This design comes from an exercise in tuning for small area and a short achievable clock period on the open sky130 flow, not from production work. Only simulation tests tie the RTL to the original design; equivalence was not proved.

File: config.mk
export PLATFORM = sky130hd
export DESIGN_NAME = memi_bch79
export DESIGN_NICKNAME = memi_bch79
export VERILOG_FILES = /design/flow/design.v
export SDC_FILE = /design/flow/constraint.sdc
export NUM_CORES = 4
export LEC_CHECK = 0
export CAP_MARGIN = 20
export CORE_MARGIN = 2
export CORE_UTILIZATION = 50
export CTS_CLUSTER_DIAMETER = 60
export CTS_CLUSTER_SIZE = 30
export SLEW_MARGIN = 20
File: constraint.sdc
create_clock -name core_clock -period 20.0 [get_ports {clk}]
set_input_delay 4.0000 -clock core_clock [delete_from_list [all_inputs] [get_ports {clk}]]
set_output_delay 4.0000 -clock core_clock [all_outputs]
set_load 0.01 [all_outputs]
File: design.v
module memi_bch79 (
    input  wire        clk,
    input  wire        rst_n,
    input  wire        enc_valid,
    input  wire [63:0] enc_data,
    output reg         enc_out_valid,
    output reg  [78:0] enc_code,
    input  wire        dec_valid,
    input  wire [78:0] dec_code,
    output reg         dec_out_valid,
    output reg  [63:0] dec_data,
    output reg  [1:0]  dec_status
);
    function [6:0] gf_mul;
        input [6:0] a;
        input [6:0] b;
        integer k;
        reg [6:0] acc;
        reg [6:0] sh;
        begin
            acc = 7'd0;
            sh  = a;
            for (k = 0; k < 7; k = k + 1) begin
                if (b[k]) acc = acc ^ sh;
                sh = {sh[5:0], 1'b0} ^ (sh[6] ? 7'h09 : 7'h00);
            end
            gf_mul = acc;
        end
    endfunction
    wire [13:0] enc_chk;
    wire enc_par;
    wire ex0 = enc_data[17] ^ enc_data[43];
    wire ex1 = enc_data[14] ^ enc_data[3];
    wire ex2 = enc_data[0] ^ enc_data[22];
    wire ex3 = enc_data[13] ^ enc_data[46];
    wire ex4 = enc_data[27] ^ enc_data[33];
    wire ex5 = enc_data[30] ^ enc_data[44];
    wire ex6 = enc_data[1] ^ enc_data[23];
    wire ex7 = enc_data[31] ^ enc_data[47];
    wire ex8 = enc_data[37] ^ enc_data[62];
    wire ex9 = enc_data[2] ^ enc_data[24];
    wire ex10 = enc_data[38] ^ enc_data[63];
    wire ex11 = enc_data[25] ^ enc_data[26];
    wire ex12 = enc_data[32] ^ enc_data[4];
    wire ex13 = enc_data[18] ^ enc_data[5];
    wire ex14 = enc_data[29] ^ enc_data[45];
    wire ex15 = enc_data[48] ^ enc_data[61];
    wire ex16 = enc_data[50] ^ enc_data[53];
    wire ex17 = enc_data[56] ^ ex1;
    wire ex18 = enc_data[28] ^ enc_data[59];
    wire ex19 = enc_data[10] ^ enc_data[54];
    wire ex20 = enc_data[49] ^ enc_data[57];
    wire ex21 = enc_data[11] ^ enc_data[55];
    wire ex22 = enc_data[12] ^ enc_data[58];
    wire ex23 = enc_data[42] ^ enc_data[6];
    wire ex24 = enc_data[9] ^ ex0;
    wire ex25 = ex14 ^ ex4;
    wire ex26 = ex16 ^ ex2;
    wire ex27 = enc_data[39] ^ ex6;
    wire ex28 = enc_data[7] ^ ex8;
    wire ex29 = enc_data[40] ^ ex9;
    wire ex30 = enc_data[41] ^ ex3;
    wire ex31 = ex5 ^ ex7;
    wire ex32 = enc_data[35] ^ enc_data[60];
    wire ex33 = enc_data[34] ^ ex18;
    wire ex34 = ex15 ^ ex19;
    wire ex35 = enc_data[21] ^ ex10;
    wire ex36 = ex11 ^ ex12;
    wire ex37 = enc_data[20] ^ ex28;
    wire ex38 = enc_data[15] ^ enc_data[19];
    wire ex39 = enc_data[52] ^ enc_data[8];
    wire ex40 = enc_data[16] ^ enc_data[50];
    wire ex41 = enc_data[14] ^ ex13;
    wire ex42 = ex20 ^ ex21;
    wire ex43 = enc_data[61] ^ ex23;
    wire ex44 = ex22 ^ ex40;
    wire ex45 = enc_data[51] ^ ex24;
    wire ex46 = ex27 ^ ex32;
    wire ex47 = enc_data[36] ^ ex29;
    wire ex48 = enc_data[60] ^ ex35;
    wire ex49 = ex30 ^ ex42;
    wire ex50 = ex17 ^ ex31;
    wire ex51 = enc_data[5] ^ enc_data[58];
    wire ex52 = enc_data[30] ^ enc_data[43];
    wire ex53 = enc_data[22] ^ enc_data[55];
    wire ex54 = enc_data[26] ^ enc_data[49];
    wire ex55 = enc_data[10] ^ enc_data[4];
    wire ex56 = enc_data[42] ^ enc_data[47];
    wire ex57 = enc_data[57] ^ ex3;
    wire ex58 = enc_data[6] ^ ex15;
    wire ex59 = enc_data[13] ^ ex0;
    wire ex60 = enc_data[38] ^ ex4;
    wire ex61 = enc_data[40] ^ ex39;
    wire ex62 = ex38 ^ ex52;
    wire ex63 = enc_data[25] ^ ex10;
    wire ex64 = enc_data[23] ^ ex13;
    wire ex65 = enc_data[0] ^ ex1;
    wire ex66 = enc_data[29] ^ ex21;
    wire ex67 = enc_data[2] ^ ex22;
    wire ex68 = enc_data[62] ^ ex11;
    wire ex69 = ex12 ^ ex54;
    wire ex70 = enc_data[27] ^ ex23;
    wire ex71 = enc_data[37] ^ ex33;
    wire ex72 = enc_data[39] ^ ex26;
    wire ex73 = ex25 ^ ex41;
    wire ex74 = ex26 ^ ex60;
    wire ex75 = ex34 ^ ex61;
    wire ex76 = enc_data[32] ^ ex25;
    wire ex77 = enc_data[41] ^ ex44;
    wire ex78 = enc_data[46] ^ ex43;
    wire ex79 = ex27 ^ ex63;
    wire ex80 = enc_data[9] ^ ex29;
    wire ex81 = enc_data[24] ^ ex30;
    wire ex82 = ex31 ^ ex36;
    wire ex83 = ex24 ^ ex33;
    wire ex84 = enc_data[63] ^ ex17;
    wire ex85 = ex45 ^ ex58;
    wire ex86 = enc_data[16] ^ ex37;
    wire ex87 = enc_data[54] ^ ex48;
    wire ex88 = ex47 ^ ex62;
    wire ex89 = ex50 ^ ex53;
    wire ex90 = ex37 ^ ex65;
    wire ex91 = ex46 ^ ex68;
    wire ex92 = enc_data[15] ^ ex49;
    wire ex_enc_chk_0_0 = enc_data[8] ^ ex38;
    wire ex_enc_chk_0_1 = ex5 ^ ex57;
    wire ex_enc_chk_0_2 = ex_enc_chk_0_0 ^ ex71;
    wire ex_enc_chk_0_3 = ex72 ^ ex73;
    wire ex_enc_chk_0_4 = ex_enc_chk_0_1 ^ ex85;
    wire ex_enc_chk_0_5 = ex_enc_chk_0_2 ^ ex_enc_chk_0_3;
    assign enc_chk[0] = ex_enc_chk_0_4 ^ ex_enc_chk_0_5;
    wire ex_enc_chk_1_0 = enc_data[59] ^ ex20;
    wire ex_enc_chk_1_1 = ex51 ^ ex7;
    wire ex_enc_chk_1_2 = ex59 ^ ex_enc_chk_1_0;
    wire ex_enc_chk_1_3 = ex_enc_chk_1_1 ^ ex46;
    wire ex_enc_chk_1_4 = ex74 ^ ex75;
    wire ex_enc_chk_1_5 = ex_enc_chk_1_2 ^ ex86;
    wire ex_enc_chk_1_6 = ex_enc_chk_1_3 ^ ex_enc_chk_1_4;
    assign enc_chk[1] = ex_enc_chk_1_5 ^ ex_enc_chk_1_6;
    wire ex_enc_chk_2_0 = ex2 ^ ex51;
    wire ex_enc_chk_2_1 = ex6 ^ ex8;
    wire ex_enc_chk_2_2 = ex_enc_chk_2_0 ^ ex_enc_chk_2_1;
    wire ex_enc_chk_2_3 = ex49 ^ ex76;
    wire ex_enc_chk_2_4 = ex_enc_chk_2_2 ^ ex87;
    wire ex_enc_chk_2_5 = ex88 ^ ex_enc_chk_2_3;
    assign enc_chk[2] = ex_enc_chk_2_4 ^ ex_enc_chk_2_5;
    wire ex_enc_chk_3_0 = enc_data[20] ^ enc_data[33];
    wire ex_enc_chk_3_1 = ex9 ^ ex_enc_chk_3_0;
    wire ex_enc_chk_3_2 = ex_enc_chk_3_1 ^ ex71;
    wire ex_enc_chk_3_3 = ex77 ^ ex78;
    wire ex_enc_chk_3_4 = ex79 ^ ex89;
    wire ex_enc_chk_3_5 = ex_enc_chk_3_2 ^ ex_enc_chk_3_3;
    assign enc_chk[3] = ex_enc_chk_3_4 ^ ex_enc_chk_3_5;
    wire ex_enc_chk_4_0 = enc_data[19] ^ enc_data[21];
    wire ex_enc_chk_4_1 = enc_data[28] ^ enc_data[8];
    wire ex_enc_chk_4_2 = ex32 ^ ex_enc_chk_4_0;
    wire ex_enc_chk_4_3 = ex_enc_chk_4_1 ^ ex28;
    wire ex_enc_chk_4_4 = ex36 ^ ex64;
    wire ex_enc_chk_4_5 = ex_enc_chk_4_2 ^ ex50;
    wire ex_enc_chk_4_6 = ex74 ^ ex78;
    wire ex_enc_chk_4_7 = ex80 ^ ex_enc_chk_4_3;
    wire ex_enc_chk_4_8 = ex_enc_chk_4_4 ^ ex_enc_chk_4_5;
    wire ex_enc_chk_4_9 = ex_enc_chk_4_6 ^ ex_enc_chk_4_7;
    assign enc_chk[4] = ex_enc_chk_4_8 ^ ex_enc_chk_4_9;
    wire ex_enc_chk_5_0 = enc_data[17] ^ enc_data[18];
    wire ex_enc_chk_5_1 = enc_data[36] ^ enc_data[59];
    wire ex_enc_chk_5_2 = ex10 ^ ex16;
    wire ex_enc_chk_5_3 = ex19 ^ ex6;
    wire ex_enc_chk_5_4 = ex_enc_chk_5_0 ^ ex_enc_chk_5_1;
    wire ex_enc_chk_5_5 = ex_enc_chk_5_2 ^ ex_enc_chk_5_3;
    wire ex_enc_chk_5_6 = ex_enc_chk_5_4 ^ ex81;
    wire ex_enc_chk_5_7 = ex82 ^ ex_enc_chk_5_5;
    wire ex_enc_chk_5_8 = ex90 ^ ex_enc_chk_5_6;
    assign enc_chk[5] = ex_enc_chk_5_7 ^ ex_enc_chk_5_8;
    wire ex_enc_chk_6_0 = enc_data[1] ^ ex9;
    wire ex_enc_chk_6_1 = ex26 ^ ex43;
    wire ex_enc_chk_6_2 = ex57 ^ ex66;
    wire ex_enc_chk_6_3 = ex_enc_chk_6_0 ^ ex82;
    wire ex_enc_chk_6_4 = ex83 ^ ex_enc_chk_6_1;
    wire ex_enc_chk_6_5 = ex_enc_chk_6_2 ^ ex87;
    wire ex_enc_chk_6_6 = ex_enc_chk_6_3 ^ ex_enc_chk_6_4;
    assign enc_chk[6] = ex_enc_chk_6_5 ^ ex_enc_chk_6_6;
    wire ex_enc_chk_7_0 = enc_data[43] ^ enc_data[51];
    wire ex_enc_chk_7_1 = enc_data[7] ^ ex13;
    wire ex_enc_chk_7_2 = ex_enc_chk_7_0 ^ ex34;
    wire ex_enc_chk_7_3 = ex67 ^ ex_enc_chk_7_1;
    wire ex_enc_chk_7_4 = ex76 ^ ex_enc_chk_7_2;
    wire ex_enc_chk_7_5 = ex_enc_chk_7_3 ^ ex89;
    wire ex_enc_chk_7_6 = ex91 ^ ex_enc_chk_7_4;
    assign enc_chk[7] = ex_enc_chk_7_5 ^ ex_enc_chk_7_6;
    wire ex_enc_chk_8_0 = enc_data[31] ^ enc_data[52];
    wire ex_enc_chk_8_1 = ex8 ^ ex_enc_chk_8_0;
    wire ex_enc_chk_8_2 = ex64 ^ ex66;
    wire ex_enc_chk_8_3 = ex69 ^ ex_enc_chk_8_1;
    wire ex_enc_chk_8_4 = ex45 ^ ex47;
    wire ex_enc_chk_8_5 = ex72 ^ ex84;
    wire ex_enc_chk_8_6 = ex_enc_chk_8_2 ^ ex_enc_chk_8_3;
    wire ex_enc_chk_8_7 = ex_enc_chk_8_4 ^ ex_enc_chk_8_5;
    assign enc_chk[8] = ex_enc_chk_8_6 ^ ex_enc_chk_8_7;
    wire ex_enc_chk_9_0 = enc_data[12] ^ ex12;
    wire ex_enc_chk_9_1 = ex14 ^ ex2;
    wire ex_enc_chk_9_2 = ex17 ^ ex_enc_chk_9_0;
    wire ex_enc_chk_9_3 = ex_enc_chk_9_1 ^ ex75;
    wire ex_enc_chk_9_4 = ex79 ^ ex81;
    wire ex_enc_chk_9_5 = ex83 ^ ex_enc_chk_9_2;
    wire ex_enc_chk_9_6 = ex_enc_chk_9_3 ^ ex_enc_chk_9_4;
    assign enc_chk[9] = ex_enc_chk_9_5 ^ ex_enc_chk_9_6;
    wire ex_enc_chk_10_0 = enc_data[29] ^ enc_data[33];
    wire ex_enc_chk_10_1 = enc_data[53] ^ ex5;
    wire ex_enc_chk_10_2 = ex55 ^ ex56;
    wire ex_enc_chk_10_3 = ex_enc_chk_10_0 ^ ex41;
    wire ex_enc_chk_10_4 = ex_enc_chk_10_1 ^ ex_enc_chk_10_2;
    wire ex_enc_chk_10_5 = ex80 ^ ex_enc_chk_10_3;
    wire ex_enc_chk_10_6 = ex_enc_chk_10_4 ^ ex91;
    wire ex_enc_chk_10_7 = ex92 ^ ex_enc_chk_10_5;
    assign enc_chk[10] = ex_enc_chk_10_6 ^ ex_enc_chk_10_7;
    wire ex_enc_chk_11_0 = enc_data[11] ^ enc_data[34];
    wire ex_enc_chk_11_1 = enc_data[45] ^ enc_data[5];
    wire ex_enc_chk_11_2 = ex11 ^ ex7;
    wire ex_enc_chk_11_3 = ex_enc_chk_11_0 ^ ex_enc_chk_11_1;
    wire ex_enc_chk_11_4 = ex34 ^ ex70;
    wire ex_enc_chk_11_5 = ex_enc_chk_11_2 ^ ex_enc_chk_11_3;
    wire ex_enc_chk_11_6 = ex77 ^ ex84;
    wire ex_enc_chk_11_7 = ex_enc_chk_11_4 ^ ex_enc_chk_11_5;
    wire ex_enc_chk_11_8 = ex88 ^ ex_enc_chk_11_6;
    assign enc_chk[11] = ex_enc_chk_11_7 ^ ex_enc_chk_11_8;
    wire ex_enc_chk_12_0 = enc_data[12] ^ enc_data[3];
    wire ex_enc_chk_12_1 = enc_data[31] ^ enc_data[35];
    wire ex_enc_chk_12_2 = enc_data[44] ^ enc_data[48];
    wire ex_enc_chk_12_3 = enc_data[51] ^ ex0;
    wire ex_enc_chk_12_4 = ex18 ^ ex_enc_chk_12_0;
    wire ex_enc_chk_12_5 = ex_enc_chk_12_1 ^ ex_enc_chk_12_2;
    wire ex_enc_chk_12_6 = ex36 ^ ex70;
    wire ex_enc_chk_12_7 = ex_enc_chk_12_3 ^ ex_enc_chk_12_4;
    wire ex_enc_chk_12_8 = ex_enc_chk_12_5 ^ ex_enc_chk_12_6;
    wire ex_enc_chk_12_9 = ex_enc_chk_12_7 ^ ex86;
    wire ex_enc_chk_12_10 = ex92 ^ ex_enc_chk_12_8;
    assign enc_chk[12] = ex_enc_chk_12_9 ^ ex_enc_chk_12_10;
    wire ex_enc_chk_13_0 = enc_data[28] ^ enc_data[36];
    wire ex_enc_chk_13_1 = enc_data[44] ^ enc_data[56];
    wire ex_enc_chk_13_2 = enc_data[7] ^ ex39;
    wire ex_enc_chk_13_3 = ex56 ^ ex_enc_chk_13_0;
    wire ex_enc_chk_13_4 = ex_enc_chk_13_1 ^ ex44;
    wire ex_enc_chk_13_5 = ex59 ^ ex69;
    wire ex_enc_chk_13_6 = ex_enc_chk_13_2 ^ ex_enc_chk_13_3;
    wire ex_enc_chk_13_7 = ex48 ^ ex73;
    wire ex_enc_chk_13_8 = ex_enc_chk_13_4 ^ ex_enc_chk_13_5;
    wire ex_enc_chk_13_9 = ex_enc_chk_13_6 ^ ex_enc_chk_13_7;
    assign enc_chk[13] = ex_enc_chk_13_8 ^ ex_enc_chk_13_9;
    wire ex_enc_par_0 = enc_data[1] ^ enc_data[11];
    wire ex_enc_par_1 = enc_data[19] ^ enc_data[52];
    wire ex_enc_par_2 = ex20 ^ ex55;
    wire ex_enc_par_3 = ex_enc_par_0 ^ ex_enc_par_1;
    wire ex_enc_par_4 = ex25 ^ ex35;
    wire ex_enc_par_5 = ex67 ^ ex_enc_par_2;
    wire ex_enc_par_6 = ex_enc_par_3 ^ ex_enc_par_4;
    wire ex_enc_par_7 = ex_enc_par_5 ^ ex85;
    wire ex_enc_par_8 = ex90 ^ ex_enc_par_6;
    assign enc_par = ex_enc_par_7 ^ ex_enc_par_8;
    always @(posedge clk) begin
        enc_out_valid <= rst_n & enc_valid;
        enc_code      <= {enc_par, enc_chk, enc_data};
    end
    wire [6:0] s1_c, s3_c;
    wire p_ca, p_cb;
    wire sx0 = dec_code[41] ^ dec_code[61];
    wire sx1 = dec_code[10] ^ dec_code[37];
    wire sx2 = dec_code[44] ^ dec_code[58];
    wire sx3 = dec_code[11] ^ dec_code[24];
    wire sx4 = dec_code[16] ^ dec_code[23];
    wire sx5 = dec_code[36] ^ dec_code[9];
    wire sx6 = dec_code[42] ^ dec_code[59];
    wire sx7 = dec_code[43] ^ dec_code[62];
    wire sx8 = dec_code[46] ^ dec_code[60];
    wire sx9 = dec_code[19] ^ dec_code[3];
    wire sx10 = dec_code[38] ^ sx1;
    wire sx11 = sx0 ^ sx2;
    wire sx12 = dec_code[5] ^ dec_code[53];
    wire sx13 = dec_code[2] ^ dec_code[25];
    wire sx14 = dec_code[47] ^ dec_code[72];
    wire sx15 = dec_code[12] ^ dec_code[26];
    wire sx16 = dec_code[35] ^ sx4;
    wire sx17 = dec_code[45] ^ sx6;
    wire sx18 = dec_code[13] ^ dec_code[27];
    wire sx19 = dec_code[14] ^ dec_code[17];
    wire sx20 = dec_code[40] ^ dec_code[57];
    wire sx21 = dec_code[55] ^ dec_code[63];
    wire sx22 = dec_code[15] ^ dec_code[18];
    wire sx23 = dec_code[54] ^ dec_code[6];
    wire sx24 = dec_code[34] ^ dec_code[39];
    wire sx25 = dec_code[48] ^ dec_code[73];
    wire sx26 = dec_code[71] ^ sx5;
    wire sx27 = dec_code[32] ^ sx9;
    wire sx28 = dec_code[20] ^ sx3;
    wire sx29 = dec_code[0] ^ dec_code[7];
    wire sx30 = dec_code[1] ^ dec_code[28];
    wire sx31 = dec_code[33] ^ dec_code[4];
    wire sx32 = dec_code[52] ^ dec_code[77];
    wire sx33 = dec_code[8] ^ sx18;
    wire sx34 = sx20 ^ sx8;
    wire sx35 = dec_code[29] ^ sx13;
    wire sx36 = dec_code[22] ^ sx15;
    wire sx37 = sx17 ^ sx7;
    wire sx38 = dec_code[31] ^ sx11;
    wire sx39 = dec_code[56] ^ sx10;
    wire sx40 = dec_code[49] ^ dec_code[74];
    wire sx41 = dec_code[51] ^ sx12;
    wire sx42 = dec_code[21] ^ sx24;
    wire sx43 = dec_code[69] ^ sx21;
    wire sx44 = sx14 ^ sx25;
    wire sx45 = dec_code[75] ^ sx26;
    wire sx46 = sx16 ^ sx29;
    wire sx47 = sx28 ^ sx31;
    wire sx48 = dec_code[11] ^ dec_code[30];
    wire sx49 = dec_code[50] ^ dec_code[68];
    wire sx50 = sx19 ^ sx30;
    wire sx51 = dec_code[76] ^ sx22;
    wire sx52 = dec_code[67] ^ sx40;
    wire sx53 = dec_code[4] ^ sx32;
    wire sx54 = dec_code[13] ^ sx27;
    wire sx55 = dec_code[5] ^ sx35;
    wire sx56 = sx11 ^ sx43;
    wire sx57 = dec_code[70] ^ sx36;
    wire sx58 = dec_code[64] ^ sx37;
    wire sx59 = sx33 ^ sx46;
    wire sx60 = sx23 ^ sx38;
    wire sx61 = sx42 ^ sx55;
    wire sx62 = dec_code[42] ^ dec_code[8];
    wire sx63 = dec_code[26] ^ dec_code[47];
    wire sx64 = dec_code[57] ^ dec_code[7];
    wire sx65 = dec_code[61] ^ dec_code[66];
    wire sx66 = dec_code[77] ^ dec_code[9];
    wire sx67 = dec_code[14] ^ dec_code[76];
    wire sx68 = dec_code[52] ^ dec_code[58];
    wire sx69 = dec_code[25] ^ dec_code[73];
    wire sx70 = dec_code[28] ^ dec_code[38];
    wire sx71 = dec_code[36] ^ dec_code[62];
    wire sx72 = dec_code[0] ^ dec_code[22];
    wire sx73 = dec_code[1] ^ dec_code[45];
    wire sx74 = dec_code[51] ^ dec_code[53];
    wire sx75 = sx0 ^ sx12;
    wire sx76 = dec_code[12] ^ sx14;
    wire sx77 = dec_code[63] ^ sx7;
    wire sx78 = dec_code[65] ^ sx8;
    wire sx79 = dec_code[50] ^ sx22;
    wire sx80 = sx25 ^ sx63;
    wire sx81 = sx48 ^ sx66;
    wire sx82 = dec_code[75] ^ sx49;
    wire sx83 = sx23 ^ sx68;
    wire sx84 = dec_code[54] ^ sx32;
    wire sx85 = dec_code[71] ^ sx74;
    wire sx86 = dec_code[39] ^ sx41;
    wire sx87 = sx15 ^ sx52;
    wire sx88 = sx34 ^ sx41;
    wire sx89 = dec_code[10] ^ sx53;
    wire sx90 = sx19 ^ sx27;
    wire sx91 = sx26 ^ sx72;
    wire sx92 = sx28 ^ sx9;
    wire sx93 = sx44 ^ sx84;
    wire sx94 = sx13 ^ sx16;
    wire sx95 = dec_code[19] ^ sx51;
    wire sx96 = sx38 ^ sx54;
    wire sx97 = sx39 ^ sx86;
    wire sx98 = sx45 ^ sx87;
    wire sx99 = sx39 ^ sx47;
    wire sx100 = sx56 ^ sx69;
    wire sx_s1_c_0_0 = dec_code[30] ^ dec_code[32];
    wire sx_s1_c_0_1 = dec_code[37] ^ dec_code[48];
    wire sx_s1_c_0_2 = sx21 ^ sx3;
    wire sx_s1_c_0_3 = sx_s1_c_0_0 ^ sx_s1_c_0_1;
    wire sx_s1_c_0_4 = sx34 ^ sx50;
    wire sx_s1_c_0_5 = sx75 ^ sx_s1_c_0_2;
    wire sx_s1_c_0_6 = sx_s1_c_0_3 ^ sx45;
    wire sx_s1_c_0_7 = sx_s1_c_0_4 ^ sx_s1_c_0_5;
    wire sx_s1_c_0_8 = sx58 ^ sx59;
    wire sx_s1_c_0_9 = sx_s1_c_0_6 ^ sx_s1_c_0_7;
    assign s1_c[0] = sx_s1_c_0_8 ^ sx_s1_c_0_9;
    wire sx_s1_c_1_0 = dec_code[24] ^ dec_code[33];
    wire sx_s1_c_1_1 = dec_code[49] ^ sx5;
    wire sx_s1_c_1_2 = sx62 ^ sx_s1_c_1_0;
    wire sx_s1_c_1_3 = sx35 ^ sx50;
    wire sx_s1_c_1_4 = sx51 ^ sx76;
    wire sx_s1_c_1_5 = sx77 ^ sx78;
    wire sx_s1_c_1_6 = sx_s1_c_1_1 ^ sx_s1_c_1_2;
    wire sx_s1_c_1_7 = sx39 ^ sx_s1_c_1_3;
    wire sx_s1_c_1_8 = sx_s1_c_1_4 ^ sx_s1_c_1_5;
    wire sx_s1_c_1_9 = sx_s1_c_1_6 ^ sx60;
    wire sx_s1_c_1_10 = sx_s1_c_1_7 ^ sx_s1_c_1_8;
    assign s1_c[1] = sx_s1_c_1_9 ^ sx_s1_c_1_10;
    wire sx_s1_c_2_0 = dec_code[16] ^ dec_code[44];
    wire sx_s1_c_2_1 = sx21 ^ sx24;
    wire sx_s1_c_2_2 = sx64 ^ sx65;
    wire sx_s1_c_2_3 = sx_s1_c_2_0 ^ sx10;
    wire sx_s1_c_2_4 = sx35 ^ sx79;
    wire sx_s1_c_2_5 = sx80 ^ sx81;
    wire sx_s1_c_2_6 = sx_s1_c_2_1 ^ sx_s1_c_2_2;
    wire sx_s1_c_2_7 = sx37 ^ sx54;
    wire sx_s1_c_2_8 = sx_s1_c_2_3 ^ sx_s1_c_2_4;
    wire sx_s1_c_2_9 = sx_s1_c_2_5 ^ sx_s1_c_2_6;
    wire sx_s1_c_2_10 = sx_s1_c_2_7 ^ sx_s1_c_2_8;
    assign s1_c[2] = sx_s1_c_2_9 ^ sx_s1_c_2_10;
    wire sx_s1_c_3_0 = dec_code[20] ^ dec_code[23];
    wire sx_s1_c_3_1 = dec_code[24] ^ dec_code[55];
    wire sx_s1_c_3_2 = sx30 ^ sx31;
    wire sx_s1_c_3_3 = sx6 ^ sx64;
    wire sx_s1_c_3_4 = sx_s1_c_3_0 ^ sx_s1_c_3_1;
    wire sx_s1_c_3_5 = sx_s1_c_3_2 ^ sx_s1_c_3_3;
    wire sx_s1_c_3_6 = sx_s1_c_3_4 ^ sx_s1_c_3_5;
    wire sx_s1_c_3_7 = sx96 ^ sx97;
    wire sx_s1_c_3_8 = sx98 ^ sx_s1_c_3_6;
    assign s1_c[3] = sx_s1_c_3_7 ^ sx_s1_c_3_8;
    wire sx_s1_c_4_0 = dec_code[32] ^ dec_code[60];
    wire sx_s1_c_4_1 = dec_code[72] ^ sx20;
    wire sx_s1_c_4_2 = sx67 ^ sx_s1_c_4_0;
    wire sx_s1_c_4_3 = sx33 ^ sx82;
    wire sx_s1_c_4_4 = sx83 ^ sx_s1_c_4_1;
    wire sx_s1_c_4_5 = sx_s1_c_4_2 ^ sx37;
    wire sx_s1_c_4_6 = sx_s1_c_4_3 ^ sx_s1_c_4_4;
    wire sx_s1_c_4_7 = sx61 ^ sx99;
    wire sx_s1_c_4_8 = sx_s1_c_4_5 ^ sx_s1_c_4_6;
    assign s1_c[4] = sx_s1_c_4_7 ^ sx_s1_c_4_8;
    wire sx_s1_c_5_0 = dec_code[15] ^ dec_code[3];
    wire sx_s1_c_5_1 = dec_code[33] ^ dec_code[35];
    wire sx_s1_c_5_2 = dec_code[43] ^ dec_code[59];
    wire sx_s1_c_5_3 = dec_code[6] ^ dec_code[7];
    wire sx_s1_c_5_4 = sx67 ^ sx70;
    wire sx_s1_c_5_5 = sx_s1_c_5_0 ^ sx_s1_c_5_1;
    wire sx_s1_c_5_6 = sx_s1_c_5_2 ^ sx_s1_c_5_3;
    wire sx_s1_c_5_7 = sx36 ^ sx42;
    wire sx_s1_c_5_8 = sx81 ^ sx_s1_c_5_4;
    wire sx_s1_c_5_9 = sx_s1_c_5_5 ^ sx_s1_c_5_6;
    wire sx_s1_c_5_10 = sx88 ^ sx_s1_c_5_7;
    wire sx_s1_c_5_11 = sx_s1_c_5_8 ^ sx_s1_c_5_9;
    wire sx_s1_c_5_12 = sx100 ^ sx_s1_c_5_10;
    assign s1_c[5] = sx_s1_c_5_11 ^ sx_s1_c_5_12;
    wire sx_s1_c_6_0 = dec_code[15] ^ dec_code[29];
    wire sx_s1_c_6_1 = dec_code[40] ^ dec_code[47];
    wire sx_s1_c_6_2 = dec_code[56] ^ dec_code[60];
    wire sx_s1_c_6_3 = dec_code[74] ^ sx24;
    wire sx_s1_c_6_4 = sx71 ^ sx_s1_c_6_0;
    wire sx_s1_c_6_5 = sx_s1_c_6_1 ^ sx_s1_c_6_2;
    wire sx_s1_c_6_6 = sx17 ^ sx_s1_c_6_3;
    wire sx_s1_c_6_7 = sx_s1_c_6_4 ^ sx_s1_c_6_5;
    wire sx_s1_c_6_8 = sx57 ^ sx89;
    wire sx_s1_c_6_9 = sx_s1_c_6_6 ^ sx_s1_c_6_7;
    wire sx_s1_c_6_10 = sx59 ^ sx60;
    wire sx_s1_c_6_11 = sx_s1_c_6_8 ^ sx_s1_c_6_9;
    assign s1_c[6] = sx_s1_c_6_10 ^ sx_s1_c_6_11;
    wire sx_s3_c_0_0 = dec_code[69] ^ sx40;
    wire sx_s3_c_0_1 = sx75 ^ sx80;
    wire sx_s3_c_0_2 = sx83 ^ sx_s3_c_0_0;
    wire sx_s3_c_0_3 = sx47 ^ sx90;
    wire sx_s3_c_0_4 = sx91 ^ sx_s3_c_0_1;
    wire sx_s3_c_0_5 = sx_s3_c_0_2 ^ sx58;
    wire sx_s3_c_0_6 = sx_s3_c_0_3 ^ sx_s3_c_0_4;
    assign s3_c[0] = sx_s3_c_0_5 ^ sx_s3_c_0_6;
    wire sx_s3_c_1_0 = dec_code[17] ^ dec_code[59];
    wire sx_s3_c_1_1 = dec_code[68] ^ dec_code[77];
    wire sx_s3_c_1_2 = sx71 ^ sx73;
    wire sx_s3_c_1_3 = sx_s3_c_1_0 ^ sx_s3_c_1_1;
    wire sx_s3_c_1_4 = sx43 ^ sx76;
    wire sx_s3_c_1_5 = sx_s3_c_1_2 ^ sx_s3_c_1_3;
    wire sx_s3_c_1_6 = sx46 ^ sx92;
    wire sx_s3_c_1_7 = sx_s3_c_1_4 ^ sx_s3_c_1_5;
    wire sx_s3_c_1_8 = sx60 ^ sx97;
    wire sx_s3_c_1_9 = sx_s3_c_1_6 ^ sx_s3_c_1_7;
    assign s3_c[1] = sx_s3_c_1_8 ^ sx_s3_c_1_9;
    wire sx_s3_c_2_0 = dec_code[57] ^ sx18;
    wire sx_s3_c_2_1 = sx19 ^ sx4;
    wire sx_s3_c_2_2 = sx70 ^ sx8;
    wire sx_s3_c_2_3 = sx77 ^ sx_s3_c_2_0;
    wire sx_s3_c_2_4 = sx_s3_c_2_1 ^ sx_s3_c_2_2;
    wire sx_s3_c_2_5 = sx92 ^ sx93;
    wire sx_s3_c_2_6 = sx_s3_c_2_3 ^ sx_s3_c_2_4;
    wire sx_s3_c_2_7 = sx61 ^ sx98;
    wire sx_s3_c_2_8 = sx_s3_c_2_5 ^ sx_s3_c_2_6;
    assign s3_c[2] = sx_s3_c_2_7 ^ sx_s3_c_2_8;
    wire sx_s3_c_3_0 = dec_code[21] ^ dec_code[23];
    wire sx_s3_c_3_1 = dec_code[27] ^ dec_code[34];
    wire sx_s3_c_3_2 = dec_code[52] ^ sx1;
    wire sx_s3_c_3_3 = sx14 ^ sx29;
    wire sx_s3_c_3_4 = sx3 ^ sx73;
    wire sx_s3_c_3_5 = sx_s3_c_3_0 ^ sx_s3_c_3_1;
    wire sx_s3_c_3_6 = sx78 ^ sx79;
    wire sx_s3_c_3_7 = sx_s3_c_3_2 ^ sx_s3_c_3_3;
    wire sx_s3_c_3_8 = sx_s3_c_3_4 ^ sx_s3_c_3_5;
    wire sx_s3_c_3_9 = sx45 ^ sx57;
    wire sx_s3_c_3_10 = sx90 ^ sx_s3_c_3_6;
    wire sx_s3_c_3_11 = sx_s3_c_3_7 ^ sx_s3_c_3_8;
    wire sx_s3_c_3_12 = sx100 ^ sx_s3_c_3_9;
    wire sx_s3_c_3_13 = sx_s3_c_3_10 ^ sx_s3_c_3_11;
    assign s3_c[3] = sx_s3_c_3_12 ^ sx_s3_c_3_13;
    wire sx_s3_c_4_0 = dec_code[18] ^ dec_code[21];
    wire sx_s3_c_4_1 = dec_code[68] ^ dec_code[70];
    wire sx_s3_c_4_2 = sx62 ^ sx_s3_c_4_0;
    wire sx_s3_c_4_3 = sx_s3_c_4_1 ^ sx44;
    wire sx_s3_c_4_4 = sx_s3_c_4_2 ^ sx88;
    wire sx_s3_c_4_5 = sx89 ^ sx94;
    wire sx_s3_c_4_6 = sx_s3_c_4_3 ^ sx96;
    wire sx_s3_c_4_7 = sx_s3_c_4_4 ^ sx_s3_c_4_5;
    assign s3_c[4] = sx_s3_c_4_6 ^ sx_s3_c_4_7;
    wire sx_s3_c_5_0 = dec_code[2] ^ dec_code[34];
    wire sx_s3_c_5_1 = dec_code[55] ^ dec_code[61];
    wire sx_s3_c_5_2 = dec_code[67] ^ sx12;
    wire sx_s3_c_5_3 = sx2 ^ sx23;
    wire sx_s3_c_5_4 = sx48 ^ sx49;
    wire sx_s3_c_5_5 = sx7 ^ sx_s3_c_5_0;
    wire sx_s3_c_5_6 = sx_s3_c_5_1 ^ sx10;
    wire sx_s3_c_5_7 = sx16 ^ sx34;
    wire sx_s3_c_5_8 = sx53 ^ sx_s3_c_5_2;
    wire sx_s3_c_5_9 = sx_s3_c_5_3 ^ sx_s3_c_5_4;
    wire sx_s3_c_5_10 = sx_s3_c_5_5 ^ sx91;
    wire sx_s3_c_5_11 = sx95 ^ sx_s3_c_5_6;
    wire sx_s3_c_5_12 = sx_s3_c_5_7 ^ sx_s3_c_5_8;
    wire sx_s3_c_5_13 = sx_s3_c_5_9 ^ sx_s3_c_5_10;
    wire sx_s3_c_5_14 = sx_s3_c_5_11 ^ sx_s3_c_5_12;
    assign s3_c[5] = sx_s3_c_5_13 ^ sx_s3_c_5_14;
    wire sx_s3_c_6_0 = dec_code[46] ^ dec_code[62];
    wire sx_s3_c_6_1 = dec_code[74] ^ sx30;
    wire sx_s3_c_6_2 = sx65 ^ sx_s3_c_6_0;
    wire sx_s3_c_6_3 = sx17 ^ sx33;
    wire sx_s3_c_6_4 = sx44 ^ sx85;
    wire sx_s3_c_6_5 = sx_s3_c_6_1 ^ sx_s3_c_6_2;
    wire sx_s3_c_6_6 = sx57 ^ sx94;
    wire sx_s3_c_6_7 = sx95 ^ sx_s3_c_6_3;
    wire sx_s3_c_6_8 = sx_s3_c_6_4 ^ sx_s3_c_6_5;
    wire sx_s3_c_6_9 = sx99 ^ sx_s3_c_6_6;
    wire sx_s3_c_6_10 = sx_s3_c_6_7 ^ sx_s3_c_6_8;
    assign s3_c[6] = sx_s3_c_6_9 ^ sx_s3_c_6_10;
    wire sx_p_ca_0 = dec_code[30] ^ dec_code[31];
    wire sx_p_ca_1 = dec_code[6] ^ sx22;
    wire sx_p_ca_2 = sx5 ^ sx_p_ca_0;
    wire sx_p_ca_3 = sx10 ^ sx27;
    wire sx_p_ca_4 = sx36 ^ sx50;
    wire sx_p_ca_5 = sx_p_ca_1 ^ sx_p_ca_2;
    wire sx_p_ca_6 = sx47 ^ sx_p_ca_3;
    wire sx_p_ca_7 = sx_p_ca_4 ^ sx_p_ca_5;
    wire sx_p_ca_8 = sx59 ^ sx61;
    wire sx_p_ca_9 = sx_p_ca_6 ^ sx_p_ca_7;
    assign p_ca = sx_p_ca_8 ^ sx_p_ca_9;
    wire sx_p_cb_0 = dec_code[56] ^ dec_code[65];
    wire sx_p_cb_1 = dec_code[66] ^ dec_code[70];
    wire sx_p_cb_2 = dec_code[76] ^ dec_code[78];
    wire sx_p_cb_3 = sx_p_cb_0 ^ sx_p_cb_1;
    wire sx_p_cb_4 = sx_p_cb_2 ^ sx34;
    wire sx_p_cb_5 = sx52 ^ sx82;
    wire sx_p_cb_6 = sx85 ^ sx_p_cb_3;
    wire sx_p_cb_7 = sx56 ^ sx93;
    wire sx_p_cb_8 = sx_p_cb_4 ^ sx_p_cb_5;
    wire sx_p_cb_9 = sx_p_cb_6 ^ sx58;
    wire sx_p_cb_10 = sx_p_cb_7 ^ sx_p_cb_8;
    assign p_cb = sx_p_cb_9 ^ sx_p_cb_10;
    reg        v1;
    reg [63:0] d1;
    reg [6:0]  u_q, s3_q;
    reg        p_qa, p_qb;     
    wire       p_q = p_qa ^ p_qb;
    always @(posedge clk) begin
        v1   <= rst_n & dec_valid;
        d1   <= dec_code[63:0];
        u_q  <= s1_c;
        s3_q <= s3_c;
        p_qa <= p_ca;
        p_qb <= p_cb;
    end
    wire [127:0] u_oh = 128'd1 << u_q;
    wire [6:0] w_inv3;
    assign w_inv3[0] = |(u_oh & 128'h85171f397d3521e1ec0715d9c155d956);
    assign w_inv3[1] = |(u_oh & 128'h77bca8c40edde83cfa9b8fae20590f0);
    assign w_inv3[2] = |(u_oh & 128'hd3d8a3c4b729aac8883ed3b1ef77e000);
    assign w_inv3[3] = |(u_oh & 128'h9d7459fd639529fbdb72e2c062284688);
    assign w_inv3[4] = |(u_oh & 128'h76d02a17ab13d34bf22b331b534913bc);
    assign w_inv3[5] = |(u_oh & 128'h7a55ce6bcde0f5c45424a2b9e9a25f80);
    assign w_inv3[6] = |(u_oh & 128'h4ae285f65b8d65a17edf971ddc8880a0);
    function in_range;
        input [6:0] x;
        begin
            case (x)
                7'd1, 7'd2, 7'd4, 7'd8, 7'd16, 7'd32, 7'd64, 7'd9, 7'd18, 7'd36, 7'd72, 7'd25, 7'd50, 7'd100, 7'd65, 7'd11, 7'd22, 7'd44, 7'd88, 7'd57, 7'd114, 7'd109, 7'd83, 7'd47, 7'd94, 7'd53, 7'd106, 7'd93, 7'd51, 7'd102, 7'd69, 7'd3, 7'd6, 7'd12, 7'd24, 7'd48, 7'd96, 7'd73, 7'd27, 7'd54, 7'd108, 7'd81, 7'd43, 7'd86, 7'd37, 7'd74, 7'd29, 7'd58, 7'd116, 7'd97, 7'd75, 7'd31, 7'd62, 7'd124, 7'd113, 7'd107, 7'd95, 7'd55, 7'd110, 7'd85, 7'd35, 7'd70, 7'd5, 7'd10, 7'd20, 7'd40, 7'd80, 7'd41, 7'd82, 7'd45, 7'd90, 7'd61, 7'd122, 7'd125, 7'd115, 7'd111, 7'd87, 7'd39: in_range = 1'b1;
                default: in_range = 1'b0;
            endcase
        end
    endfunction
    wire [6:0] ls [0:6];
    wire [6:0] ts;
    assign ls[0][0] = ^(s3_q & 7'h0);
    assign ls[0][1] = ^(s3_q & 7'h5c);
    assign ls[0][2] = ^(s3_q & 7'h58);
    assign ls[0][3] = ^(s3_q & 7'h60);
    assign ls[0][4] = ^(s3_q & 7'h16);
    assign ls[0][5] = ^(s3_q & 7'h68);
    assign ls[0][6] = ^(s3_q & 7'h48);
    assign ts[0] = ^(s3_q & 7'h1);
    assign ls[1][0] = ^(s3_q & 7'h0);
    assign ls[1][1] = ^(s3_q & 7'h6e);
    assign ls[1][2] = ^(s3_q & 7'h6c);
    assign ls[1][3] = ^(s3_q & 7'h30);
    assign ls[1][4] = ^(s3_q & 7'hb);
    assign ls[1][5] = ^(s3_q & 7'h74);
    assign ls[1][6] = ^(s3_q & 7'h64);
    assign ts[1] = ^(s3_q & 7'h40);
    assign ls[2][0] = ^(s3_q & 7'h0);
    assign ls[2][1] = ^(s3_q & 7'h77);
    assign ls[2][2] = ^(s3_q & 7'h76);
    assign ls[2][3] = ^(s3_q & 7'h18);
    assign ls[2][4] = ^(s3_q & 7'h5);
    assign ls[2][5] = ^(s3_q & 7'h3a);
    assign ls[2][6] = ^(s3_q & 7'h32);
    assign ts[2] = ^(s3_q & 7'h20);
    assign ls[3][0] = ^(s3_q & 7'h0);
    assign ls[3][1] = ^(s3_q & 7'h7b);
    assign ls[3][2] = ^(s3_q & 7'h3b);
    assign ls[3][3] = ^(s3_q & 7'h4c);
    assign ls[3][4] = ^(s3_q & 7'h42);
    assign ls[3][5] = ^(s3_q & 7'h5d);
    assign ls[3][6] = ^(s3_q & 7'h19);
    assign ts[3] = ^(s3_q & 7'h10);
    assign ls[4][0] = ^(s3_q & 7'h0);
    assign ls[4][1] = ^(s3_q & 7'h3d);
    assign ls[4][2] = ^(s3_q & 7'h1d);
    assign ls[4][3] = ^(s3_q & 7'h66);
    assign ls[4][4] = ^(s3_q & 7'h21);
    assign ls[4][5] = ^(s3_q & 7'h2e);
    assign ls[4][6] = ^(s3_q & 7'hc);
    assign ts[4] = ^(s3_q & 7'h8);
    assign ls[5][0] = ^(s3_q & 7'h0);
    assign ls[5][1] = ^(s3_q & 7'h1e);
    assign ls[5][2] = ^(s3_q & 7'he);
    assign ls[5][3] = ^(s3_q & 7'h33);
    assign ls[5][4] = ^(s3_q & 7'h50);
    assign ls[5][5] = ^(s3_q & 7'h57);
    assign ls[5][6] = ^(s3_q & 7'h46);
    assign ts[5] = ^(s3_q & 7'h44);
    assign ls[6][0] = ^(s3_q & 7'h0);
    assign ls[6][1] = ^(s3_q & 7'h4f);
    assign ls[6][2] = ^(s3_q & 7'h47);
    assign ls[6][3] = ^(s3_q & 7'h59);
    assign ls[6][4] = ^(s3_q & 7'h28);
    assign ls[6][5] = ^(s3_q & 7'h6b);
    assign ls[6][6] = ^(s3_q & 7'h23);
    assign ts[6] = ^(s3_q & 7'h22);
    wire [6:0] y_v = ({7{w_inv3[0]}} & ls[0]) ^ ({7{w_inv3[1]}} & ls[1]) ^
                     ({7{w_inv3[2]}} & ls[2]) ^ ({7{w_inv3[3]}} & ls[3]) ^
                     ({7{w_inv3[4]}} & ls[4]) ^ ({7{w_inv3[5]}} & ls[5]) ^
                     ({7{w_inv3[6]}} & ls[6]);
    wire       trc = ~^(w_inv3 & ts);
    reg        v2;
    reg [63:0] d2;
    reg [6:0]  u2, y2;
    reg        p2, trc2, u_nz2, s3_nz2;
    always @(posedge clk) begin
        v2     <= rst_n & v1;
        d2     <= d1;
        u2     <= u_q;
        y2     <= y_v;
        p2     <= p_q;
        trc2   <= trc;
        u_nz2  <= |u_q;
        s3_nz2 <= |s3_q;
    end
    wire [6:0] ubx [0:6];
    assign ubx[0][0] = ^(u2 & 7'h1);
    assign ubx[0][1] = ^(u2 & 7'h2);
    assign ubx[0][2] = ^(u2 & 7'h4);
    assign ubx[0][3] = ^(u2 & 7'h8);
    assign ubx[0][4] = ^(u2 & 7'h10);
    assign ubx[0][5] = ^(u2 & 7'h20);
    assign ubx[0][6] = ^(u2 & 7'h40);
    assign ubx[1][0] = ^(u2 & 7'h40);
    assign ubx[1][1] = ^(u2 & 7'h1);
    assign ubx[1][2] = ^(u2 & 7'h2);
    assign ubx[1][3] = ^(u2 & 7'h44);
    assign ubx[1][4] = ^(u2 & 7'h8);
    assign ubx[1][5] = ^(u2 & 7'h10);
    assign ubx[1][6] = ^(u2 & 7'h20);
    assign ubx[2][0] = ^(u2 & 7'h20);
    assign ubx[2][1] = ^(u2 & 7'h40);
    assign ubx[2][2] = ^(u2 & 7'h1);
    assign ubx[2][3] = ^(u2 & 7'h22);
    assign ubx[2][4] = ^(u2 & 7'h44);
    assign ubx[2][5] = ^(u2 & 7'h8);
    assign ubx[2][6] = ^(u2 & 7'h10);
    assign ubx[3][0] = ^(u2 & 7'h10);
    assign ubx[3][1] = ^(u2 & 7'h20);
    assign ubx[3][2] = ^(u2 & 7'h40);
    assign ubx[3][3] = ^(u2 & 7'h11);
    assign ubx[3][4] = ^(u2 & 7'h22);
    assign ubx[3][5] = ^(u2 & 7'h44);
    assign ubx[3][6] = ^(u2 & 7'h8);
    assign ubx[4][0] = ^(u2 & 7'h8);
    assign ubx[4][1] = ^(u2 & 7'h10);
    assign ubx[4][2] = ^(u2 & 7'h20);
    assign ubx[4][3] = ^(u2 & 7'h48);
    assign ubx[4][4] = ^(u2 & 7'h11);
    assign ubx[4][5] = ^(u2 & 7'h22);
    assign ubx[4][6] = ^(u2 & 7'h44);
    assign ubx[5][0] = ^(u2 & 7'h44);
    assign ubx[5][1] = ^(u2 & 7'h8);
    assign ubx[5][2] = ^(u2 & 7'h10);
    assign ubx[5][3] = ^(u2 & 7'h64);
    assign ubx[5][4] = ^(u2 & 7'h48);
    assign ubx[5][5] = ^(u2 & 7'h11);
    assign ubx[5][6] = ^(u2 & 7'h22);
    assign ubx[6][0] = ^(u2 & 7'h22);
    assign ubx[6][1] = ^(u2 & 7'h44);
    assign ubx[6][2] = ^(u2 & 7'h8);
    assign ubx[6][3] = ^(u2 & 7'h32);
    assign ubx[6][4] = ^(u2 & 7'h64);
    assign ubx[6][5] = ^(u2 & 7'h48);
    assign ubx[6][6] = ^(u2 & 7'h11);
    wire [6:0] x1  = ({7{y2[0]}} & ubx[0]) ^ ({7{y2[1]}} & ubx[1]) ^
                     ({7{y2[2]}} & ubx[2]) ^ ({7{y2[3]}} & ubx[3]) ^
                     ({7{y2[4]}} & ubx[4]) ^ ({7{y2[5]}} & ubx[5]) ^
                     ({7{y2[6]}} & ubx[6]);
    wire [6:0] x2  = x1 ^ u2;
    wire       u_nz  = u_nz2;
    wire       s3_nz = s3_nz2;
    wire       x1_z  = ~|x1;
    wire       in1   = in_range(x1);
    wire       in2   = in_range(x2);
    wire       ok    = u_nz & ~trc2 & in2 & ((in1 & ~p2) | x1_z);
    reg [7:0]  lo1, lo2;
    reg [15:0] hi1, hi2;
    integer i;
    always @* begin
        for (i = 0; i < 8; i = i + 1) begin
            lo1[i] = ok & (x1[2:0] == i);
            lo2[i] = ok & (x2[2:0] == i);
        end
        for (i = 0; i < 16; i = i + 1) begin
            hi1[i] = (x1[6:3] == i);
            hi2[i] = (x2[6:3] == i);
        end
    end
    wire [63:0] fix;
    assign fix[0] = (lo1[1] & hi1[8]) | (lo2[1] & hi2[8]);
    assign fix[1] = (lo1[3] & hi1[1]) | (lo2[3] & hi2[1]);
    assign fix[2] = (lo1[6] & hi1[2]) | (lo2[6] & hi2[2]);
    assign fix[3] = (lo1[4] & hi1[5]) | (lo2[4] & hi2[5]);
    assign fix[4] = (lo1[0] & hi1[11]) | (lo2[0] & hi2[11]);
    assign fix[5] = (lo1[1] & hi1[7]) | (lo2[1] & hi2[7]);
    assign fix[6] = (lo1[2] & hi1[14]) | (lo2[2] & hi2[14]);
    assign fix[7] = (lo1[5] & hi1[13]) | (lo2[5] & hi2[13]);
    assign fix[8] = (lo1[3] & hi1[10]) | (lo2[3] & hi2[10]);
    assign fix[9] = (lo1[7] & hi1[5]) | (lo2[7] & hi2[5]);
    assign fix[10] = (lo1[6] & hi1[11]) | (lo2[6] & hi2[11]);
    assign fix[11] = (lo1[5] & hi1[6]) | (lo2[5] & hi2[6]);
    assign fix[12] = (lo1[2] & hi1[13]) | (lo2[2] & hi2[13]);
    assign fix[13] = (lo1[5] & hi1[11]) | (lo2[5] & hi2[11]);
    assign fix[14] = (lo1[3] & hi1[6]) | (lo2[3] & hi2[6]);
    assign fix[15] = (lo1[6] & hi1[12]) | (lo2[6] & hi2[12]);
    assign fix[16] = (lo1[5] & hi1[8]) | (lo2[5] & hi2[8]);
    assign fix[17] = (lo1[3] & hi1[0]) | (lo2[3] & hi2[0]);
    assign fix[18] = (lo1[6] & hi1[0]) | (lo2[6] & hi2[0]);
    assign fix[19] = (lo1[4] & hi1[1]) | (lo2[4] & hi2[1]);
    assign fix[20] = (lo1[0] & hi1[3]) | (lo2[0] & hi2[3]);
    assign fix[21] = (lo1[0] & hi1[6]) | (lo2[0] & hi2[6]);
    assign fix[22] = (lo1[0] & hi1[12]) | (lo2[0] & hi2[12]);
    assign fix[23] = (lo1[1] & hi1[9]) | (lo2[1] & hi2[9]);
    assign fix[24] = (lo1[3] & hi1[3]) | (lo2[3] & hi2[3]);
    assign fix[25] = (lo1[6] & hi1[6]) | (lo2[6] & hi2[6]);
    assign fix[26] = (lo1[4] & hi1[13]) | (lo2[4] & hi2[13]);
    assign fix[27] = (lo1[1] & hi1[10]) | (lo2[1] & hi2[10]);
    assign fix[28] = (lo1[3] & hi1[5]) | (lo2[3] & hi2[5]);
    assign fix[29] = (lo1[6] & hi1[10]) | (lo2[6] & hi2[10]);
    assign fix[30] = (lo1[5] & hi1[4]) | (lo2[5] & hi2[4]);
    assign fix[31] = (lo1[2] & hi1[9]) | (lo2[2] & hi2[9]);
    assign fix[32] = (lo1[5] & hi1[3]) | (lo2[5] & hi2[3]);
    assign fix[33] = (lo1[2] & hi1[7]) | (lo2[2] & hi2[7]);
    assign fix[34] = (lo1[4] & hi1[14]) | (lo2[4] & hi2[14]);
    assign fix[35] = (lo1[1] & hi1[12]) | (lo2[1] & hi2[12]);
    assign fix[36] = (lo1[3] & hi1[9]) | (lo2[3] & hi2[9]);
    assign fix[37] = (lo1[7] & hi1[3]) | (lo2[7] & hi2[3]);
    assign fix[38] = (lo1[6] & hi1[7]) | (lo2[6] & hi2[7]);
    assign fix[39] = (lo1[4] & hi1[15]) | (lo2[4] & hi2[15]);
    assign fix[40] = (lo1[1] & hi1[14]) | (lo2[1] & hi2[14]);
    assign fix[41] = (lo1[3] & hi1[13]) | (lo2[3] & hi2[13]);
    assign fix[42] = (lo1[7] & hi1[11]) | (lo2[7] & hi2[11]);
    assign fix[43] = (lo1[7] & hi1[6]) | (lo2[7] & hi2[6]);
    assign fix[44] = (lo1[6] & hi1[13]) | (lo2[6] & hi2[13]);
    assign fix[45] = (lo1[5] & hi1[10]) | (lo2[5] & hi2[10]);
    assign fix[46] = (lo1[3] & hi1[4]) | (lo2[3] & hi2[4]);
    assign fix[47] = (lo1[6] & hi1[8]) | (lo2[6] & hi2[8]);
    assign fix[48] = (lo1[5] & hi1[0]) | (lo2[5] & hi2[0]);
    assign fix[49] = (lo1[2] & hi1[1]) | (lo2[2] & hi2[1]);
    assign fix[50] = (lo1[4] & hi1[2]) | (lo2[4] & hi2[2]);
    assign fix[51] = (lo1[0] & hi1[5]) | (lo2[0] & hi2[5]);
    assign fix[52] = (lo1[0] & hi1[10]) | (lo2[0] & hi2[10]);
    assign fix[53] = (lo1[1] & hi1[5]) | (lo2[1] & hi2[5]);
    assign fix[54] = (lo1[2] & hi1[10]) | (lo2[2] & hi2[10]);
    assign fix[55] = (lo1[5] & hi1[5]) | (lo2[5] & hi2[5]);
    assign fix[56] = (lo1[2] & hi1[11]) | (lo2[2] & hi2[11]);
    assign fix[57] = (lo1[5] & hi1[7]) | (lo2[5] & hi2[7]);
    assign fix[58] = (lo1[2] & hi1[15]) | (lo2[2] & hi2[15]);
    assign fix[59] = (lo1[5] & hi1[15]) | (lo2[5] & hi2[15]);
    assign fix[60] = (lo1[3] & hi1[14]) | (lo2[3] & hi2[14]);
    assign fix[61] = (lo1[7] & hi1[13]) | (lo2[7] & hi2[13]);
    assign fix[62] = (lo1[7] & hi1[10]) | (lo2[7] & hi2[10]);
    assign fix[63] = (lo1[7] & hi1[4]) | (lo2[7] & hi2[4]);
    reg [1:0] st;
    always @* begin
        if (ok)
            st = (x1_z & p2) ? 2'd1 : 2'd2;
        else if (!u_nz && !s3_nz)
            st = {1'b0, p2};
        else
            st = 2'd3;
    end
    always @(posedge clk) begin
        dec_out_valid <= rst_n & v2;
        dec_data      <= d2 ^ fix;
        dec_status    <= st;
    end
endmodule
File: flow/run.sh
#!/bin/bash
# The standard ORFS layout (the standard.sh), with two changes:
# timing repair keeps a setup margin, so that paths are optimised well below
# the 20 ns clock, and the ports get plain buffers.
set -euo pipefail
bash standard.sh SETUP_SLACK_MARGIN=14.6 "BUFFER_PORTS_ARGS=-buffer_cell sky130_fd_sc_hd__buf_1"  finish > orfs_flow.log 2>&1
File: standard.sh
#!/bin/bash
# synth_recipe.tcl (not shown) runs the flow's synth.tcl, then flattens the netlist and writes it again
# the make line also repeats each setting of config.mk as NAME=value (left out here)
make -C /OpenROAD-flow-scripts/flow DESIGN_CONFIG=/design/flow/config.mk WORK_HOME=/design/flow/orfs CLKGATE_MAP_FILE= SYNTH_SCRIPT=/design/flow/synth_recipe.tcl "${@:-finish}"
==> summary.txt, run 1 <==
CTS max path bufs=3; top cells by area, synth=dfxtp_1 (36%), xnor2_1 (28%), xor2_1 (6.5%); Synth Cell Area=approximately 17,000 µm²; slowest library cell on the worst path=xnor2_2; TritonCTS Buffers=24; Top FF cell, synth=dfxtp_1; Post-synth ARST share=0; Tcrit/Tclk final=0.271; HPWL Detailed=about 44,000 µm; Crit Path Class=in -> reg; CTS tree=yes; Mapped Nets=roughly 2,000; gp weighted congestion=slightly below 1; Layout area overhead=14.5%; Die Wd=189 µm; FP Rows=between 60 and 70; max-cap check violation count=0; Worst setup SP type=input pin; first-pass GRT wire length=around 82,000 µm; crit path DAT=between 5 and 6 ns; multi-input logic area=about 11,000 µm²; IO Port Bufs=293; setup violators final=0; largest net degree at the start of global routing=just over 50; RSZ-0062 raised after global routing=yes; number of enable flip-flop cells after synthesis=0; Min-Delay Path Class=reg -> reg; minimum clock period=between 5 and 6 ns; slew of the pin with the lowest slew margin=between 0.9 and 1 ns; final clock skew=0.0316 ns; status=finished clean; cell at the root of the clock tree=clkbuf_16; GRT Util Overall=0.303; Seq cells post-synth=310; Detailed Routing Iterations Pass 1=6; num ports=just under 300; FF/Latch Area=~6200 µm²; DRT Wirelength=around 55,000 µm; WL per Instance=~22 µm; Starting Density=0.509; commonest non-fill, non-tap cell in the layout=xnor2_1; critical-path maximum fanout=4; Starting DRT DRC Count=1,215; Filler Cells Inserted=slightly above 3,000; fin nets=approximately 2,200; Crit. End Element=register; Gate Count Post-Synth=approximately 1,800; sequential share of the synthesized area=0.363; relative slew slack=0.331; Clock Latency Late Sink=approximately 0.57 ns; Max Clock Freq=approximately 0.18 GHz; Fin Hold WS=roughly 0.32 ns; worst path required time=between 20 and 25 ns; Worst-path clk slew=about 0.08 ns; top cell type's share of synthesized area=0.363; GR Overflow Total=0; vias in the first global route=approximately 14,000; share of layout cells above drive strength 1=0.0575; H-tree depth=1; via count=about 14,000; most frequent cells in the layout=xnor2_1 (521), dfxtp_1 (310), buf_1 (290); Syn Area/Cell=9.56 µm²; Core ar.=33,600 µm²; drt drc=0; die outline height=about 190 µm; Yosys cell types=79; Routed Antenna Nets=0; Num Clock Sinks=310; CP Cell Sequence=buf_1 > xnor2_2 > xor2_1 > xnor2_1 > xnor2_1 > xnor2_1 > xnor2_1; die area=35,700 µm²; crit-path max cell delay=0.50 ns; total negative slack=0 ns; Hold Fails Final Rpt=0; DR vias/cell=5.55; Yosys top cell by area=dfxtp_1; Pins Over Slew Limit=0; initial antenna violation count=3; cell mode on critical path=xnor2_1; Synth Warn #=1
## area by class of cell
| class | instances | share of cell area |
|---|---|---|
| multi-input cells | 1359 | 0.540 |
| flip-flops and latches | 310 | 0.317 |
| repair buffers | 308 | 0.0621 |
| clock buffers | 27 | 0.0333 |
| well taps | 448 | 0.0286 |
| clock inverters | 17 | 0.0127 |
| inverters | 31 | 0.00594 |
| diodes | 1 | 0.000128 |
## state kept, by name, summed over array words and instances (netlist names)
signal         count
enc_code          79
enc_out_valid      1
dec_out_valid      1
u2                 7
d1                64
u_nz2              1
p2                 1
y2                 6
s3_q               7
v1                 1
d2                64
u_q                7
p_qa               1
v2                 1
dec_data          64
s3_nz2             1
dec_status         2
trc2               1
p_qb               1
## path summary, 6_finish.rpt
| check | from | to | slack [ns] | cells past startpoint |
|---|---|---|---|---|
| worst max-delay path | dec_code[62] | u_q[1] | 14.58 | 7 |
| worst min-delay path | d1[13] | d2[13] | 0.32 | 0 |
| worst max register to register | u2[6] | dec_data[7] | 14.95 | 16 |
| worst min register to register | d1[13] | d2[13] | 0.32 | 0 |
## synth_stat cells (5+ instances only)
cell type / count
dfxtp_1: 310
nand2b_1: 14
o32ai_1: 7
a22oi_1: 14
o221ai_1: 5
mux2i_1: 12
buf_1: 9
a32o_1: 9
o211ai_1: 11
a31oi_1: 9
nor2_1: 83
o311ai_0: 5
nor4_1: 6
or2_2: 7
nor3_1: 20
buf_2: 12
a22o_1: 26
mux2_2: 5
nand4_1: 12
o2bb2ai_1: 5
and2_1: 12
ha_1: 13
nor2b_1: 27
a32oi_1: 54
o22ai_1: 15
nand2_1: 131
clkbuf_1: 64
or3_1: 6
xor2_1: 126
o21ai_0: 30
nand3_1: 21
inv_1: 29
xnor3_1: 5
xnor2_1: 539
a21oi_1: 42
a211oi_1: 5
## worst max-delay path: cells and delay by family
| family | cells | cell delay, ns |
|---|---|---|
| xor+xnor | 6 | 1.71 |
| buf+inv | 1 | 0.20 |
## per-stage QoR
step / util / instances / area (µm²) / worst slack [ns]
after detailed placement: 0.549 / 2450 / 18500 / 13.65
after global placement: 0.549 / 2450 / 18500 / 13.67
after floorplan: - / 1790 / 17100 / 14.60
final: 0.583 / 2501 / 19600 / 14.58
after CTS: 0.577 / 2495 / 19400 / 14.49
after global routing: 0.583 / 2501 / 19600 / 14.58
## repair_timing
item / CTS / global route
gates resized for setup: 4 / 22
cloned: 1 / 0
setup buffers: 0 / 5
hold buffers: 0 / 0
pin swaps: 1 / 3
endpoints found under the setup margin: 41 / 66
## layer usage
layer | vias up | part of all wire | global-route usage
met5 | - | 0.00029 | 0
met4 | 2 | 0.028 | 0.0811
met2 | 704 | 0.44 | 0.472
li1 | 6539 | - | -
met1 | 6541 | 0.44 | 0.426
met3 | 96 | 0.090 | 0.0608
## logic make-up after synthesis
group,after synthesis,synth area share
adders and majority gates,13,0.00951
and+or+nand+nor,369,0.106
buffers and inverters,122,0.0298
xor gates and xnor gates,679,0.359
DFF,310,0.363
AOI/OAI and AO/OA,280,0.123
muxes,17,0.0103
==> inputs of run 2 (changes only) <==
==> flow/run.sh (replaced) <==
#!/bin/bash
# The standard ORFS layout (the standard.sh), with two changes:
# timing repair keeps a setup margin, so that paths are optimised well below
# the 20 ns clock, and the ports get plain buffers.
set -euo pipefail
bash standard.sh SETUP_SLACK_MARGIN=14.6 "BUFFER_PORTS_ARGS=-buffer_cell sky130_fd_sc_hd__buf_2"  finish > orfs_flow.log 2>&1
--- a/config.mk
+++ b/config.mk
@@ -9,5 +9,4 @@
 export CORE_MARGIN = 2
 export CORE_UTILIZATION = 50
-export CTS_CLUSTER_DIAMETER = 60
-export CTS_CLUSTER_SIZE = 30
+export CTS_BUF_LIST = sky130_fd_sc_hd__clkbuf_4 sky130_fd_sc_hd__clkbuf_8
 export SLEW_MARGIN = 20
==> run 2 against run 1 <==
Still clean on timing, DRC and antenna; flip-flop and latch count unchanged; critical path depth grew 1; count of clock-buffer cells in the layout increased by 51; fmax increased by 2.2%; register-to-register slack worse by 0.06 ns; setup slack better by 0.12 ns; core utilization is 1.2 points higher; synthesized cell count is the same; critical path type unchanged.
==> summary.txt, run 2 <==
Pins Over Slew Limit=0 (unchanged); Most flops, register=enc_code; Mapped Nets=1,950 (unchanged); Routed Antenna Nets=0 (unchanged); critical-path maximum fanout=4 (unchanged); Synth Warn #=1 (unchanged); sequential share of the synthesized area=0.363 (unchanged); top cell type's share of synthesized area=0.363 (unchanged); worst path required time=20.56 ns (+0.08 ns); Top FF cell, synth=dfxtp_1; first-pass GRT wire length=84,700 µm (+2.9%); Hold Fails Final Rpt=0 (unchanged); most frequent cells in the layout=xnor2_1 (535), dfxtp_1 (310), buf_2 (293); Detailed Routing Iterations Pass 1=6 (unchanged); top cells by area, synth=dfxtp_1 (36%), xnor2_1 (28%), xor2_1 (6.5%); die outline height=189 µm (unchanged); die area=35,700 µm² (unchanged); hold path depth=0 (unchanged); via count=14,043 (+1.2%); total negative slack=0 ns (unchanged); GR Overflow Total=0 (unchanged); CTS tree=yes; Gate Count Post-Synth=1,790 (unchanged); gp weighted congestion=0.968 (-0.83%); Yosys cell types=79 (unchanged); WL per Instance=22.3 µm (+0.48%); Crit. End Element=register; number of enable flip-flop cells after synthesis=0 (unchanged); antenna cells=0 (-1); Min-Delay Path Class=reg -> reg; Reg2Reg Depth=13 (-3); IO Port Bufs=293 (unchanged); Core ar.=33,600 µm² (unchanged); Yosys top cell by area=dfxtp_1; HP Start=d1[29]; Synth Cell Area=17,100 µm² (unchanged); hold endpoint=d2[29]; Die Wd=189 µm (unchanged); CTS max path bufs=3 (unchanged); drt drc=0 (unchanged); num ports=294 (unchanged); slew of the pin with the lowest slew margin=0.858 ns (-0.138 ns); RR Startpoint=u2[3]; final clock skew=0.0334 ns (+0.00185 ns); Starting DRT DRC Count=1,317 (+8.4%); crit path DAT=5.86 ns (-0.04 ns); placed cell area=18,800 µm² (+2.0%); Num Clock Sinks=310 (unchanged); relative slew slack=0.424 (+0.0929); TritonCTS Buffers=50 (+110%); status=finished clean; Worst setup SP type=input pin; post-cts hold buffer count=0 (unchanged); Syn Area/Cell=9.56 µm² (unchanged); minimum clock period=5.30 ns (-0.117 ns); commonest non-fill, non-tap cell in the layout=xnor2_1; Filler Cells Inserted=3,035 (-1.1%); largest net degree at the start of global routing=67 (+31%); cell area after layout=20,000 µm² (+2.0%); Worst-path clk slew=0.07 ns (about the same); fin nets=2,214 (+0.91%); GRT Util Overall=0.313 (+0.0104); R2R Path End=dec_data[7]; vias in the first global route=14,006 (+3.7%); Clock Latency Late Sink=0.66 ns (+0.09 ns); Seq cells post-synth=310 (unchanged); FP Rows=67 (unchanged); cell at the root of the clock tree=clkbuf_8; commonest cells in the netlist=xnor2_1 (539), dfxtp_1 (310), nand2_1 (131); count leader, synth=xnor2_1; FF/Latch Area=6210 µm² (unchanged); DRT Wirelength=56,600 µm (+2.1%); FF-to-FF setup slack=14.89 ns (-0.06 ns); Crit Path Class=in -> reg; RSZ-0062 raised after global routing=yes; share of layout cells above drive strength 1=0.206 (+0.149); DR vias/cell=5.52 (-0.47%); H-tree depth=2 (+1); initial antenna violation count=2 (-1); multi-input logic area=10,400 µm² (-1.5%); Max Clock Freq=0.189 GHz (+2.2%); Starting Density=0.509 (unchanged); Post-synth ARST share=0 (unchanged); Layout area overhead=16.8%; HPWL Detailed=44,200 µm (+0.72%); max reg flops=79 (unchanged); max-cap check violation count=0 (unchanged); Tcrit/Tclk final=0.265 (-0.00585); setup violators final=0 (unchanged)
[run 2: cell counts after synthesis]
No cell type changed its count.
[run 2: layout make-up]
type	instances	area share
well taps	448	0.0281
inverters	31	0.00582
multi-input cells	1358	0.522
clock buffers	78	0.0484
clock inverters	14	0.00751
repair buffers	303	0.0773
flip-flops and latches	310	0.311
[run 2: per-stage QoR]
step	std cells	util	setup WS, ns	hold WS (ns)
3_5_place_dp	2450	0.560	14.03	0.312
4_1_cts	2542	0.593	14.70	0.285
5_1_grt	2542	0.594	14.61	0.311
6_report	2542	0.594	14.70	0.302
2_1_floorplan	1790	-	14.60	0.310
3_3_place_gp	2450	0.560	14.02	0.310
[run 2: routing by layer]
layer | vias to the layer above | wire [µm] | global-route usage
met5 | - | 11 | 0
met3 | 123 | 5480 | 0.0838
met2 | 726 | 24700 | 0.478
li1 | 6600 | - | -
met4 | 2 | 1680 | 0.111
met1 | 6592 | 24700 | 0.425
[run 2: repair_timing]
| item | in CTS | in global routing |
|---|---|---|
| endpoints found under the setup margin | 0 | 41 |
| gates resized for setup | 0 | 4 |
| buffers inserted | 0 | 0 |
[run 2: critical path, stage by stage]
cell     delay [ns]
buf_2          0.16
xor2_1         0.54
xnor2_1        0.17
xnor2_1        0.35
xnor2_1        0.19
xnor2_1        0.16
xnor2_1        0.15
xnor2_1        0.13
[run 2: kinds of logic (layout without fill, tap and decap cells)]
family	count (synthesis)	in the layout	share of synthesized area
AOI/OAI and AO/OA	280	280	0.123
xor gates and xnor gates	679	679	0.359
adders and majority gates	13	13	0.00951
buffers and inverters	122	426	0.0298
DFF	310	310	0.363
muxes	17	17	0.0103
and+or+nand+nor	369	369	0.106
[run 2: worst max-delay path by stage]
stage / slack, ns / endpoint / cells past startpoint / startpoint
finish: 14.70 / p_qb / 8 / dec_code[48]
global route: 14.61 / enc_code[68] / 7 / enc_data[37]
CTS: 14.70 / dec_data[7] / 14 / u2[6]
detailed placement: 14.03 / p_qa / 8 / dec_code[16]
global placement: 14.02 / u_q[1] / 7 / dec_code[62]
floorplan: 14.60 / p_qb / 7 / dec_code[42]

port drivers added, routing unchanged:
How much do the figures lean on ideal ports? The routed layouts below were timed once more, with nothing changed but the port constraints. Step 1, drivers: a clkbuf_16 drives clk and a buf_2 each remaining input, both assumed. Step 2 also shifts input and output timing later by t, the mid clock arrival at the registers, as if the neighbouring blocks saw the same clock. Slacks: ideal / step 1 / step 2; pairs: ideal / step 1.
run	shift t [ns]	setup slack, ns	latest minus earliest clock arrival (ns)	worst register clock-pin slew, ns	worst data-port slew with drivers (ns)
run 1	0.603	14.579 / 14.611 / 14.008	0.032 / 0.032	0.09 / 0.09	0.11
run 2	0.686	14.696 / 14.672 / 13.986	0.043 / 0.042	0.07 / 0.07	0.09
After both steps setup and hold are still met in every run listed. For run 2, which loses most, drivers alone change the setup slack by -0.024 ns; drivers and shift together by -0.710 ns.
